This is an optimization exercise on Yosys and OpenROAD, whose aim is small area, a short achievable clock period and few clock cycles per item, not a production implementation.
In this exercise RTL edits were held to simulation tests only and were not proved equivalent to the original.
No activity file was given, so power comes from the tool's default toggle rates.

==> flow/design.v (excerpt) <==
module shake_chain (
    input  wire         clk,
    input  wire         rst,
    input  wire         in_valid,
    output wire         in_ready,
    input  wire [63:0]  in_data,
    input  wire [3:0]   in_nbytes,   
    input  wire         in_last,
    input  wire         in_org,      
    output wire         out_valid,
    input  wire         out_ready,
    output wire [255:0] out_hash,
    output wire [31:0]  out_n
);
    reg  [1023:0] bbuf;
    reg  [4:0]    wcnt;       
    reg           full;       
    reg           l16f;       
    reg           l16pad;     
    reg           wfirst;     
    reg           fill;       
    reg           padp;       
    reg           b_org;      
    reg           b_first;    
    reg           rdy;        
    reg  [1599:0] st;
    reg  [4:0]    rnd;
    reg           busy;       
    reg           cur_final;  
    reg           cur_org;    
    reg           outv;
    reg           hzero;      
    reg  [31:0]   num;
    assign     in_ready = rdy;
    wire       in_fire  = in_valid && rdy;
    wire       wr_fill  = fill && !full;
    wire       first_b  = in_fire && wfirst;
    wire [4:0] wcur     = (first_b && !in_org) ? 5'd4 : wcnt;
    wire       full8    = (in_nbytes == 4'd8);
    wire       fire16   = in_fire && full;     
    wire       fire_lo  = in_fire && !full;    
    reg [63:0] data_p;
    integer i;
    always @* begin
        for (i = 0; i < 8; i = i + 1)
            data_p[8*i +: 8] = (!in_last || (i < in_nbytes)) ? in_data[8*i +: 8] :
                               ((i == in_nbytes) ? 8'h1F : 8'h00);
    end
    wire [63:0] src = fill ? 64'd0 : data_p;
    genvar gl;
    generate
        for (gl = 0; gl < 16; gl = gl + 1) begin : g_lane
            wire en = fire_lo ? (wcur == gl) : (wr_fill && wcnt <= gl);
            wire [63:0] d = src | {59'd0, {5{wr_fill && padp && wcnt == gl}}};
            always @(posedge clk) begin
                if (en) bbuf[64*gl +: 64] <= d;
            end
        end
    endgenerate
    wire        end16 = in_last && !full8;
    wire [63:0] m16   = l16f ? {1'b1, 58'd0, {5{l16pad}}} : (data_p | {end16, 63'd0});
    wire r_last   = (rnd == 5'd23);
  ...
export LEC_CHECK = 0
export CAP_MARGIN = 40
export CORE_MARGIN = 2
export CORE_UTILIZATION = 25
export PLACE_DENSITY = 0.55
export SETUP_SLACK_MARGIN = 2.6
export SLEW_MARGIN = 40
export SYNTH_HIERARCHICAL = 1
create_clock -name core_clock -period 6.0 [get_ports {clk}]
run.sh (not shown) runs the stock make flow with config.mk's settings and CLKGATE_MAP_FILE= SYNTH_SCRIPT=/design/flow/synth_recipe.tcl, a recipe that flattens the netlist after the stock synthesis.
The starting point finished with timing, DRC and antenna clean.
Testbench counts at the start, summed over its fixed seeds: cycles 14,856, bytes 74,081.
Then changed:
==> flow/flow/run.sh (new file) <==
#!/bin/bash
# The standard layout (standard.sh: the standard flow's synthesis and ORFS flow), with
# two changes to how it sizes cells:
#  - the ports are buffered with plain buffers (buf_2) instead of the
#    delay-type buffer buffer_ports picks by default;
#  - timing repair may swap a cell for one of another footprint.
set -euo pipefail
export BUFFER_PORTS_ARGS="-buffer_cell sky130_fd_sc_hd__buf_2"
bash standard.sh MATCH_CELL_FOOTPRINT=0 finish > standard_flow.log 2>&1
==> flow/standard.sh (new file) <==
#!/bin/bash
# synth_recipe.tcl (not shown) runs the flow's synth.tcl, then flattens the netlist and writes it again
# the make line also repeats each setting of config.mk as NAME=value (left out here)
make -C /OpenROAD-flow-scripts/flow DESIGN_CONFIG=/design/flow/config.mk WORK_HOME=/design/flow/orfs CLKGATE_MAP_FILE= SYNTH_SCRIPT=/design/flow/synth_recipe.tcl "${@:-finish}"
- SETUP_SLACK_MARGIN: 2.6 -> 2.75
removed: flow/run.sh
What happened:
- The new run produced a clean layout
- non-clock buffer count decreases by 74
- register-to-register slack improved by 60 ps
- worst setup slack is better by 64 ps
- count of clock-buffer cells in the layout fell by 14
- worst hold slack gets better by 27 ps
- via count is higher slightly
- total power goes up by a few percent
Then changed:
- SETUP_SLACK_MARGIN: 2.75 -> 2.5
Sequential cell count stays the same.
Fmax decreases by about 4.7%.
Count of clock-buffer cells in the layout is unchanged.
Clock power hardly moves.
Core utilization decreases by 1.2 points.
Worst setup slack is worse by 170 ps.
Area after synthesis is unchanged.
Global-route usage decreases by 0.26 points.

==> afterwards: timing with drivers on the ports <==
Ports are ideal in the flow. The routed layouts listed here were re-timed in OpenROAD. Step 1 assumes that a clkbuf_16 drives the clock port and a buf_2 every other input. Step 2 moves the port delays by t, midway between the first and last clock arrival at a register: inputs arrive t later, outputs are due t later. That takes back most of the time a late clock gives input paths. Three values: no drivers, after step 1, after step 2; two values: the first two.
run | t (ns) | slack for setup (ns) | hold slack, ns
the first run | 1.160 | 2.442 / 2.442 / 1.498 | 0.462 / 0.462 / 0.462
the second run | 1.164 | 2.506 / 2.506 / 1.551 | 0.489 / 0.423 / 0.497
the third run | 1.151 | 2.334 / 2.334 / 1.346 | 0.468 / 0.432 / 0.468
After both steps setup and hold are still met in every run listed. For the third run, which loses most, drivers alone change the setup slack by 0.000 ns; drivers and shift together by -0.988 ns.
